From an optimization exercise on the open Yosys and OpenROAD flow, aimed at small area and a short achievable clock period; shortcuts taken in it are not production practice.
Only simulation tests tie the RTL to the original design; equivalence was not proved.

==> 04-17 <==
==> flow/design.v (excerpt) <==
module mce_core (
    input  wire         clk,
    input  wire         rst,             
    input  wire         arm,             
    input  wire         stop,            
    input  wire         issue_en,        
    input  wire [13:0]  start_addr,
    input  wire [39:0]  start_va,
    input  wire [14:0]  cslen,
    input  wire [79:0]  cdm,             
    input  wire [255:0] lreg,            
    input  wire [15:1]  cmap_latch,      
    input  wire         hflag,
    input  wire         lclr,
    input  wire [15:1]  cond_in,
    input  wire         fail_any_in,
    input  wire         fail_all_in,
    output wire [13:0]  cs_addr,
    input  wire [159:0] cs_word,
    output wire [11:0]  vtt_idx,
    input  wire [39:0]  vtt_data,
    output wire         issue_valid,
    output wire [39:0]  issue_va,
    output wire [5:0]   issue_tset,
    output wire [3:0]   issue_lset,
    output wire [2:0]   issue_thr,
    output wire         issue_gate,
    output wire         issue_trig,
    output wire         issue_mark,
    output wire [7:0]   issue_evt,
    output wire [3:0]   issue_pmu,
    output wire [3:0]   issue_dacq,
    output wire         busy,
    output wire         waiting,
    output wire [13:0]  upc,
    output wire [39:0]  va,
    output wire [3:0]   lsp,
    output wire [4:0]   rsp,
    output wire [3:0]   flags,
    output wire [17:0]  latches,         
    output wire [3:0]   stopcause,
    output wire [13:0]  faddr,
    output wire         evt_stopflt,
    output wire         evt_cs_parity,
    output wire         evt_wait_to,
    output wire [31:0]  csparerr,
    output wire [31:0]  waitto,
    input  wire [2:0]   cnt_sel,
    output wire [31:0]  cnt_q
);
    reg         busy_q;
    reg  [13:0] upc_q;
    reg  [39:0] va_q;
    reg  [15:0] wcnt_q;                  
    reg  [31:0] cnt_r [0:7];
    reg  [3:0]  flags_q;
    reg         gate_q;
    reg  [17:1] latch_q;
    reg  [2:0]  stopcause_q;
    reg  [13:0] faddr_q;
    reg         evt_stopflt_q, evt_cs_parity_q, evt_wait_to_q;
  ...
==> module mce_va_add, before the edit <==
module mce_va_add (
    input  wire [39:0]  va_q,
    input  wire [39:0]  vtt_data,
    input  wire [17:0]  imm,
    input  wire [2:0]   lsel,
    input  wire [255:0] cnt,
    input  wire [2:0]   vop,
    output wire [39:0]  word_va,
    output wire [39:0]  va_after
);
    wire        is_idx  = vop[2] & vop[1];
    wire        is_rel  = vop[2] & vop[0];
    wire        sel_vtt = vop[1];
    wire        inc     = (vop == 3'd0) | (vop == 3'd2) | is_rel | is_idx;
    wire [31:0] cnt_l;
    wire [7:0]  oh;
    mce_dec u_dec (.sel(lsel), .vop(vop), .oh(oh));
    mce_cmux u_cmux (.oh(oh), .cnt(cnt), .q(cnt_l));
    wire [39:0] add_a   = sel_vtt ? vtt_data : va_q;
    wire [39:0] add_b   = {8'd0, cnt_l} | ({40{is_rel}} & {{22{imm[17]}}, imm});
    wire [39:0] pg_p [0:6];
    wire [39:0] pg_g [0:6];
    assign pg_p[0] = add_a ^ add_b;
    assign pg_g[0] = add_a & add_b;
    genvar g, b;
    generate
        for (g = 0; g < 6; g = g + 1) begin : g_ks
            for (b = 0; b < 40; b = b + 1) begin : g_bit
                if (b >= (1 << g)) begin : g_op
                    assign pg_g[g + 1][b] = pg_g[g][b] | (pg_p[g][b] & pg_g[g][b - (1 << g)]);
                    assign pg_p[g + 1][b] = pg_p[g][b] & pg_p[g][b - (1 << g)];
                end else begin : g_pass
                    assign pg_g[g + 1][b] = pg_g[g][b];
                    assign pg_p[g + 1][b] = pg_p[g][b];
                end
            end
        end
    endgenerate
    wire [39:0] cy0 = {pg_g[6][38:0], 1'b0};
    wire [39:0] cy1 = {pg_g[6][38:0] | pg_p[6][38:0], 1'b1};
    assign word_va  = pg_p[0] ^ cy0;
    assign va_after = pg_p[0] ^ (inc ? cy1 : cy0);
endmodule
==> module mce_dec, before the edit <==
module mce_dec (
    input  wire [2:0]   sel,
    input  wire [2:0]   vop,
    output wire [7:0]   oh
);
    genvar i;
    generate
        for (i = 0; i < 8; i = i + 1) begin : g_oh
            assign oh[i] = vop[2] & vop[1] & (sel == i);
        end
    endgenerate
endmodule
clock: 15.0 ns
lec_check: 0
cap_margin: 30
core_margin: 2
core_utilization: 40
slew_margin: 30
synth_hierarchical: 1
tns_end_percent: 0
standard.sh (not shown) runs the stock make flow with config.mk's settings and CLKGATE_MAP_FILE= SYNTH_SCRIPT=/design/flow/synth_recipe.tcl, a recipe that flattens the netlist after the stock synthesis.
==> flow/flow/run.sh <==
#!/bin/bash
# Standard layout (the standard.sh) with these changes to how it is made:
#  - synthesis: the standard flow's script, but the non-critical modules mce_core (top
#    level logic) and mce_cnt_next are mapped by ABC for area (synth_own.tcl);
#  - port buffers use the smallest buffer cell;
#  - timing repair aims for more setup slack than the clock period needs;
#  - clock tree: larger sink clusters, no dummy loads.
# Each tool's full output stays in its own log under orfs/logs/; make's output
# goes to flow_make.log in this folder.
set -euo pipefail
export OWN_FLOW_DIR="$PWD/flow"
export OWN_AREA_MODULES="mce_core mce_cnt_next"
bash standard.sh \
  "SYNTH_SCRIPT=$PWD/flow/synth_own.tcl" \
  "BUFFER_PORTS_ARGS=-buffer_cell sky130_fd_sc_hd__buf_1" \
  SETUP_SLACK_MARGIN=8 \
  "CTS_ARGS=-sink_clustering_enable -repair_clock_nets -dont_use_dummy_load -sink_clustering_size 24 -sink_clustering_max_diameter 100" \
  finish > flow_make.log 2>&1
==> flow/flow/abc_area.script <==
&get -n
&st
&dch
&nf -R 1000
&st
&syn2
&dch
&nf -R 1000
&put
==> flow/flow/synth_own.tcl <==
# The standard flow's synthesis script (synth_recipe.tcl) with one change: the modules named
# in OWN_AREA_MODULES are mapped by ABC with an area-oriented script
# (abc_area.script beside this file) instead of ORFS's speed script. Flop
# mapping, names and everything else are those of the standard synthesis.
set own_dir $::env(OWN_FLOW_DIR)
set fh [open $::env(SCRIPTS_DIR)/synth.tcl]
set orfs_synth [read $fh]
close $fh
set call "  log_cmd abc {*}\$abc_args\n"
if {[string first $call $orfs_synth] < 0} { error "synth_own.tcl: ORFS synth.tcl has no abc call to patch" }
set patch {
  set own_area_args [lreplace $abc_args 1 1 [file join $::env(OWN_FLOW_DIR) abc_area.script]]
  set own_amods {}
  set own_smods {}
  foreach m [split [string trim [tee -q -s result.string select -list-mod *]] "\n"] {
    if {[lsearch -exact $::env(OWN_AREA_MODULES) $m] >= 0} { lappend own_amods $m } else { lappend own_smods $m }
  }
  if {[llength $own_amods]} { log_cmd abc {*}$own_area_args {*}$own_amods }
  if {[llength $own_smods]} { log_cmd abc {*}$abc_args {*}$own_smods }
}
set patched [string map [list $call $patch] $orfs_synth]
set fh [open $::env(RESULTS_DIR)/synth_own_orfs.tcl w]
puts -nonewline $fh $patched
close $fh
set fh [open [file join $own_dir .. synth_recipe.tcl]]
set synth_recipe [read $fh]
close $fh
set src {source $::env(SCRIPTS_DIR)/synth.tcl}
if {[string first $src $synth_recipe] < 0} { error "synth_own.tcl: synth_recipe.tcl does not source ORFS synth.tcl" }
set synth_recipe [string map [list $src "source $::env(RESULTS_DIR)/synth_own_orfs.tcl"] $synth_recipe]
eval $synth_recipe
==> inputs of 07-03, as changes to 04-17 <==
--- a/flow/design.v
+++ b/flow/design.v
@@ -356,9 +356,9 @@
     output wire [39:0]  word_va,
     output wire [39:0]  va_after
 );
-    wire        is_idx  = vop[2] & vop[1];
-    wire        is_rel  = vop[2] & vop[0];
-    wire        sel_vtt = vop[1];
+    wire        is_idx  = (vop == 3'd6);
+    wire        is_rel  = (vop == 3'd5);
+    wire        sel_vtt = (vop == 3'd2) | (vop == 3'd3) | is_idx;
     wire        inc     = (vop == 3'd0) | (vop == 3'd2) | is_rel | is_idx;
     wire [31:0] cnt_l;
     wire [7:0]  oh;
@@ -449,7 +449,7 @@
     genvar i;
     generate
         for (i = 0; i < 8; i = i + 1) begin : g_oh
-            assign oh[i] = vop[2] & vop[1] & (sel == i);
+            assign oh[i] = (vop == 3'd6) & (sel == i);
         end
     endgenerate
 endmodule
--- a/flow/flow/run.sh
+++ b/flow/flow/run.sh
@@ -13,6 +13,6 @@
 bash standard.sh \
   "SYNTH_SCRIPT=$PWD/flow/synth_own.tcl" \
   "BUFFER_PORTS_ARGS=-buffer_cell sky130_fd_sc_hd__buf_1" \
-  SETUP_SLACK_MARGIN=8 \
-  "CTS_ARGS=-sink_clustering_enable -repair_clock_nets -dont_use_dummy_load -sink_clustering_size 24 -sink_clustering_max_diameter 100" \
+  SETUP_SLACK_MARGIN=6.5 \
+  "CTS_ARGS=-sink_clustering_enable -repair_clock_nets -dont_use_dummy_load -sink_clustering_size 20 -sink_clustering_max_diameter 100" \
   finish > flow_make.log 2>&1
CAP_MARGIN = 20   (was 30)
SLEW_MARGIN = 20   (was 30)
TNS_END_PERCENT = default   (was 0)
==> inputs of 02-02, as changes to 04-17 <==
--- a/flow/design.v
+++ b/flow/design.v
@@ -356,9 +356,9 @@
     output wire [39:0]  word_va,
     output wire [39:0]  va_after
 );
-    wire        is_idx  = vop[2] & vop[1];
-    wire        is_rel  = vop[2] & vop[0];
-    wire        sel_vtt = vop[1];
+    wire        is_idx  = (vop == 3'd6);
+    wire        is_rel  = (vop == 3'd5);
+    wire        sel_vtt = (vop == 3'd2) | (vop == 3'd3) | is_idx;
     wire        inc     = (vop == 3'd0) | (vop == 3'd2) | is_rel | is_idx;
     wire [31:0] cnt_l;
     wire [7:0]  oh;
@@ -449,7 +449,7 @@
     genvar i;
     generate
         for (i = 0; i < 8; i = i + 1) begin : g_oh
-            assign oh[i] = vop[2] & vop[1] & (sel == i);
+            assign oh[i] = (vop == 3'd6) & (sel == i);
         end
     endgenerate
 endmodule
==> flow/flow/run.sh (replaced) <==
#!/bin/bash
# Standard layout (the standard.sh) with these changes to how it is made:
#  - port buffers use the smallest buffer cell;
#  - timing repair aims for more setup slack than the clock period needs;
#  - clock tree: larger sink clusters, no dummy loads.
# Each tool's full output stays in its own log under orfs/logs/; make's output
# goes to flow_make.log in this folder.
set -euo pipefail
bash standard.sh \
  "BUFFER_PORTS_ARGS=-buffer_cell sky130_fd_sc_hd__buf_1" \
  SETUP_SLACK_MARGIN=6.5 \
  "CTS_ARGS=-sink_clustering_enable -repair_clock_nets -dont_use_dummy_load -sink_clustering_size 20 -sink_clustering_max_diameter 100" \
  finish > flow_make.log 2>&1
CAP_MARGIN = 20   (was 30)
SLEW_MARGIN = 20   (was 30)
TNS_END_PERCENT = default   (was 0)
removed: flow/flow/abc_area.script
removed: flow/flow/synth_own.tcl
==> flow_summary.json <==
{
  "path_depth": 16,
  "multi_input_area_share": 0.427,
  "status": "timing/DRC/antenna clean",
  "n_all_inverters": 92,
  "pre_cts_ws_ps": 4400,
  "fin_crit_sh": 0.638,
  "seq_area_frac_synth": 0.499,
  "crit_fanout": 8
}
(the above is from 02-02)
==> flow_summary.json <==
{
  "fin_crit_sh": 0.638,
  "status": "complete, but fails checks",
  "pre_cts_ws_ps": 4360,
  "drv_slew": 68,
  "so_faults": "max-slew violations"
}
(the above is from 07-03)
==> flow_summary.json <==
{
  "crit_fanout": 25,
  "path_depth": 9,
  "seq_area_frac_synth": 0.533,
  "status": "timing/DRC/antenna clean",
  "pre_cts_ws_ps": 3620,
  "fin_crit_sh": 0.648,
  "n_all_inverters": 185,
  "whs_endpoint": "evt_wait_to_q",
  "n_tap_cell": 3009,
  "seq_area_sq_mm": 0.0487
}
(the above is from 04-17)

==> port drivers added, routing unchanged <==
The flow's constraints put no driver on any port. The routed layouts listed below were extracted and timed again, unchanged, in two steps.
Step 1, drivers: a clkbuf_16 drives clk and a buf_2 each remaining input, both assumed.
Step 2 also shifts input and output timing later by t, the mid clock arrival at the registers, as if the neighbouring blocks saw the same clock.
a / b / c = ideal ports / drivers / drivers and shift; a / b = the first two.
run	shift t [ns]	setup WS [ns]	cell pins on the clock port's net
04-17	0.844	5.286 / 5.260 / 4.929	1
07-03	0.848	5.423 / 5.335 / 5.299	1
02-02	0.869	5.437 / 5.262 / 5.262	1
The setup slack of 04-17, which loses most, moves by -0.026 ns with the drivers and by -0.357 ns with both steps.
